This is an optimization exercise on Yosys and OpenROAD, whose aim is small area, a short achievable clock period and few clock cycles per item, not a production implementation. Where RTL was checked, it was by simulation tests only, not by an equivalence proof against the original.

==> flow/design.v (excerpt) <==
module dmc_line_decoder (
    input  wire         clk,
    input  wire         rst,           
    input  wire         in_valid,
    output wire         in_ready,
    input  wire [639:0] in_line,       
    output reg          out_valid,
    output reg  [511:0] out_data,      
    output reg  [127:0] out_check,     
    output reg  [1:0]   out_class,     
    output reg  [4:0]   out_dev        
);
Size in the first run: roughly 1,400 flip-flops.
==> module dmc_line_decoder, before the edit <==
module dmc_line_decoder (
    input  wire         clk,
    input  wire         rst,           
    input  wire         in_valid,
    output wire         in_ready,
    input  wire [639:0] in_line,       
    output reg          out_valid,
    output reg  [511:0] out_data,      
    output reg  [127:0] out_check,     
    output reg  [1:0]   out_class,     
    output reg  [4:0]   out_dev        
);
    assign in_ready = 1'b1;
    wire [127:0] in_enc;
    genvar w;
    generate
        for (w = 0; w < 4; w = w + 1) begin : g_enc
            rs_encoder u_enc (.data(in_line[160*w +: 128]), .check(in_enc[32*w +: 32]));
        end
    endgenerate
    reg         line_valid;
    reg [639:0] line;
    reg [127:0] enc;
    always @(posedge clk) begin
        if (rst) line_valid <= 1'b0;
        else     line_valid <= in_valid;
        line <= in_line;
        enc  <= in_enc;
    end
    reg [127:0] rem;
    integer n, b;
    always @* begin
        for (n = 0; n < 4; n = n + 1)
            for (b = 0; b < 4; b = b + 1)
                rem[8*(4*n+b) +: 8] = line[8*(20*n+19-b) +: 8] ^ enc[8*(4*n+3-b) +: 8];
    end
    wire [3:0]   cw_zero, cw_single, cw_poison;
    wire [79:0]  cw_loc;
    wire [31:0]  cw_err;
    generate
        for (w = 0; w < 4; w = w + 1) begin : g_cw
            rs_cw_check u_check (
                .rem    (rem[32*w +: 32]),
                .zero   (cw_zero[w]),
                .single (cw_single[w]),
                .loc    (cw_loc[20*w +: 20]),
                .err    (cw_err[8*w +: 8]),
                .poison (cw_poison[w])
            );
        end
    endgenerate
    reg same;
    integer i, j;
    always @* begin
        same = 1'b1;
        for (i = 0; i < 4; i = i + 1)
            for (j = i + 1; j < 4; j = j + 1)
                same = same & (cw_zero[i] | cw_zero[j] |
                               |(cw_loc[20*i +: 20] & cw_loc[20*j +: 20]));
    end
    wire [19:0] loc = cw_loc[0 +: 20] | cw_loc[20 +: 20] | cw_loc[40 +: 20] | cw_loc[60 +: 20];
    wire clean     = &cw_zero;
    wire all_ok    = &(cw_zero | cw_single);
    wire corrected = !clean && all_ok && same;
    wire poisoned  = &cw_poison;
    wire bad       = !clean && !corrected;              
    wire [1:0] cls = {bad, !clean && (corrected || !poisoned)};
    reg [4:0] dev;
    integer k;
    always @* begin
        dev = 5'd0;
        for (k = 0; k < 20; k = k + 1)
            if (loc[k]) dev = dev | (5'd19 - k[4:0]);
    end
    reg [511:0] data;
    integer cw, d;
    always @* begin
        for (cw = 0; cw < 4; cw = cw + 1)
            for (d = 0; d < 16; d = d + 1)
                data[8*(16*cw+d) +: 8] = line[8*(20*cw+d) +: 8] ^
                    ((corrected && loc[19-d]) ? cw_err[8*cw +: 8] : 8'h00);
    end
    wire use_enc = bad || (corrected && |loc[3:0]);
    reg [127:0] check;
    integer m;
    always @* begin
        for (cw = 0; cw < 4; cw = cw + 1)
            for (m = 0; m < 4; m = m + 1)
                check[8*(4*cw+m) +: 8] =
                    (use_enc ? enc[8*(4*cw+m) +: 8] : line[8*(20*cw+16+m) +: 8]) ^
                    ((bad && (m == 0 || m == 2)) ? 8'hff : 8'h00);
    end
    always @(posedge clk) begin
        if (rst) out_valid <= 1'b0;
        else     out_valid <= line_valid;
        out_data  <= data;
        out_check <= check;
        out_class <= cls;
        out_dev   <= corrected ? dev : 5'd0;
    end
endmodule
==> flow/config.mk <==
export PLATFORM = sky130hd
export DESIGN_NAME = dmc_line_decoder
export DESIGN_NICKNAME = dmc_line_decoder
export VERILOG_FILES = /design/flow/design.v
export SDC_FILE = /design/flow/constraint.sdc
export NUM_CORES = 4
export LEC_CHECK = 0
export CAP_MARGIN = 20
export CORE_MARGIN = 2
export CORE_UTILIZATION = 40
export SLEW_MARGIN = 20
==> flow/constraint.sdc <==
create_clock -name core_clock -period 32.0 [get_ports {clk}]
set_input_delay 6.4000 -clock core_clock [delete_from_list [all_inputs] [get_ports {clk}]]
set_output_delay 6.4000 -clock core_clock [all_outputs]
set_load 0.01 [all_outputs]
standard.sh (not shown) runs the stock make flow with config.mk's settings and CLKGATE_MAP_FILE= SYNTH_SCRIPT=/design/flow/synth_recipe.tcl, a recipe that flattens the netlist after the stock synthesis.
==> flow/flow/run.sh <==
#!/bin/bash
# Layout flow: the standard synthesis (standard.sh synth, unchanged), then the
# standard layout with the port buffers made from PORT_BUF cells and timing
# repair asked to leave setup slack of SETUP_MARGIN ns at the design's clock
# period, so that it sizes and buffers the logic for a shorter achieved
# period. After each try, flow/check.tcl counts max-slew and max-capacitance
# violations on the final layout; if there are any, global and detailed
# routing run again with larger repair margins. flow/params.sh may change
# these settings. Each step writes its output to a log of its own.
set -uo pipefail
SETUP_MARGIN=24
SLEWCAP=40
PORT_BUF=sky130_fd_sc_hd__buf_1
EXTRA=()
if [[ -f flow/params.sh ]]; then source flow/params.sh; fi
export RESULTS=$PWD/orfs/results/sky130hd/dmc_line_decoder/base
bash standard.sh synth > synth.log 2>&1 || exit 1
try=0
for sc in $SLEWCAP 60 80; do
  try=$((try + 1))
  if (( try > 1 )); then
    bash standard.sh clean_route clean_finish > clean_$try.log 2>&1
  fi
  bash standard.sh "BUFFER_PORTS_ARGS=-buffer_cell $PORT_BUF" \
      SETUP_SLACK_MARGIN=$SETUP_MARGIN SLEW_MARGIN=$sc CAP_MARGIN=$sc \
      "${EXTRA[@]}" finish > layout_$try.log 2>&1 || continue
  openroad -no_init -exit flow/check.tcl > check_$try.log 2>&1
  if grep -q "^CHECK slew 0 cap 0 " check_$try.log; then break; fi
done
==> flow/flow/check.tcl <==
# Counts max-slew and max-capacitance violations and prints the worst setup
# slack of ORFS's final layout, with its own extracted parasitics.
read_db $::env(RESULTS)/6_final.odb
read_liberty $::env(FLOW_HOME)/platforms/sky130hd/lib/sky130_fd_sc_hd__tt_025C_1v80.lib
read_sdc $::env(RESULTS)/6_final.sdc
read_spef $::env(RESULTS)/6_final.spef
set_propagated_clock [all_clocks]
puts "CHECK slew [sta::max_slew_violation_count] cap [sta::max_capacitance_violation_count] setup_ws [worst_slack -max]"
==> flow/flow/params.sh <==
SLEWCAP=20
EXTRA=(CORE_UTILIZATION=50 "CTS_BUF_LIST=sky130_fd_sc_hd__clkbuf_8" REMOVE_ABC_BUFFERS=1)
Testbench counts at the start, summed over its fixed seeds: cycles 16,016, items 16,000.
Rerun with:
--- a/flow/design.v
+++ b/flow/design.v
@@ -1598,19 +1598,49 @@
             );
         end
     endgenerate
-    reg same;
-    integer i, j;
-    always @* begin
-        same = 1'b1;
-        for (i = 0; i < 4; i = i + 1)
-            for (j = i + 1; j < 4; j = j + 1)
-                same = same & (cw_zero[i] | cw_zero[j] |
-                               |(cw_loc[20*i +: 20] & cw_loc[20*j +: 20]));
-    end
     wire [19:0] loc = cw_loc[0 +: 20] | cw_loc[20 +: 20] | cw_loc[40 +: 20] | cw_loc[60 +: 20];
+    wire any0 = loc[0] | loc[1];
+    wire two0 = (loc[0] & loc[1]);
+    wire any1 = loc[2] | loc[3];
+    wire two1 = (loc[2] & loc[3]);
+    wire any2 = loc[4] | loc[5];
+    wire two2 = (loc[4] & loc[5]);
+    wire any3 = loc[6] | loc[7];
+    wire two3 = (loc[6] & loc[7]);
+    wire any4 = loc[8] | loc[9];
+    wire two4 = (loc[8] & loc[9]);
+    wire any5 = loc[10] | loc[11];
+    wire two5 = (loc[10] & loc[11]);
+    wire any6 = loc[12] | loc[13];
+    wire two6 = (loc[12] & loc[13]);
+    wire any7 = loc[14] | loc[15];
+    wire two7 = (loc[14] & loc[15]);
+    wire any8 = loc[16] | loc[17];
+    wire two8 = (loc[16] & loc[17]);
+    wire any9 = loc[18] | loc[19];
+    wire two9 = (loc[18] & loc[19]);
+    wire any10 = any0 | any1;
+    wire two10 = (any0 & any1) | two0 | two1;
+    wire any11 = any2 | any3;
+    wire two11 = (any2 & any3) | two2 | two3;
+    wire any12 = any4 | any5;
+    wire two12 = (any4 & any5) | two4 | two5;
+    wire any13 = any6 | any7;
+    wire two13 = (any6 & any7) | two6 | two7;
+    wire any14 = any8 | any9;
+    wire two14 = (any8 & any9) | two8 | two9;
+    wire any15 = any10 | any11;
+    wire two15 = (any10 & any11) | two10 | two11;
+    wire any16 = any12 | any13;
+    wire two16 = (any12 & any13) | two12 | two13;
+    wire any17 = any15 | any16;
+    wire two17 = (any15 & any16) | two15 | two16;
+    wire any18 = any17 | any14;
+    wire two18 = (any17 & any14) | two17 | two14;
+    wire two = two18;
     wire clean     = &cw_zero;
     wire all_ok    = &(cw_zero | cw_single);
-    wire corrected = !clean && all_ok && same;
+    wire corrected = !clean && all_ok && !two;
     wire poisoned  = &cw_poison;
     wire bad       = !clean && !corrected;              
     wire [1:0] cls = {bad, !clean && (corrected || !poisoned)};
After rerunning:
- final area grows by 1.6%
- synthesized cell count shrinks by 0.65%
- utilization shrinks by 0.44 points
- worst hold slack gets better by 14 ps
- routed wire length shrinks by 2.2%
- setup slack is about the same
The RTL of the second run of this note was laid out without a check of its function.

-- static timing again, ports no longer ideal --
In the flow no input, the clock included, has a driving cell. The finished layouts below were timed again as built, in two steps. Step 1: set_driving_cell puts a clkbuf_16 on clk and a buf_2 on each other input, an assumption about the parent block. Step 2 moves the port delays by t, midway between the first and last clock arrival at a register: inputs arrive t later, outputs are due t later. That takes back most of the time a late clock gives input paths. Three values: no drivers, after step 1, after step 2; two values: the first two.
run | shift t [ns] | setup WS [ns] | latest minus earliest clock arrival (ns) | worst slew at a driven data input, ns
the first run | 1.110 | 23.860 / 23.873 / 22.830 | 0.100 / 0.100 | 0.24
the second run | 1.110 | 23.859 / 23.889 / 22.780 | 0.075 / 0.075 | 0.16
After both steps every run listed still meets setup and hold. The setup slack of the second run, which loses most, moves by +0.030 ns with the drivers and by -1.079 ns with both steps.
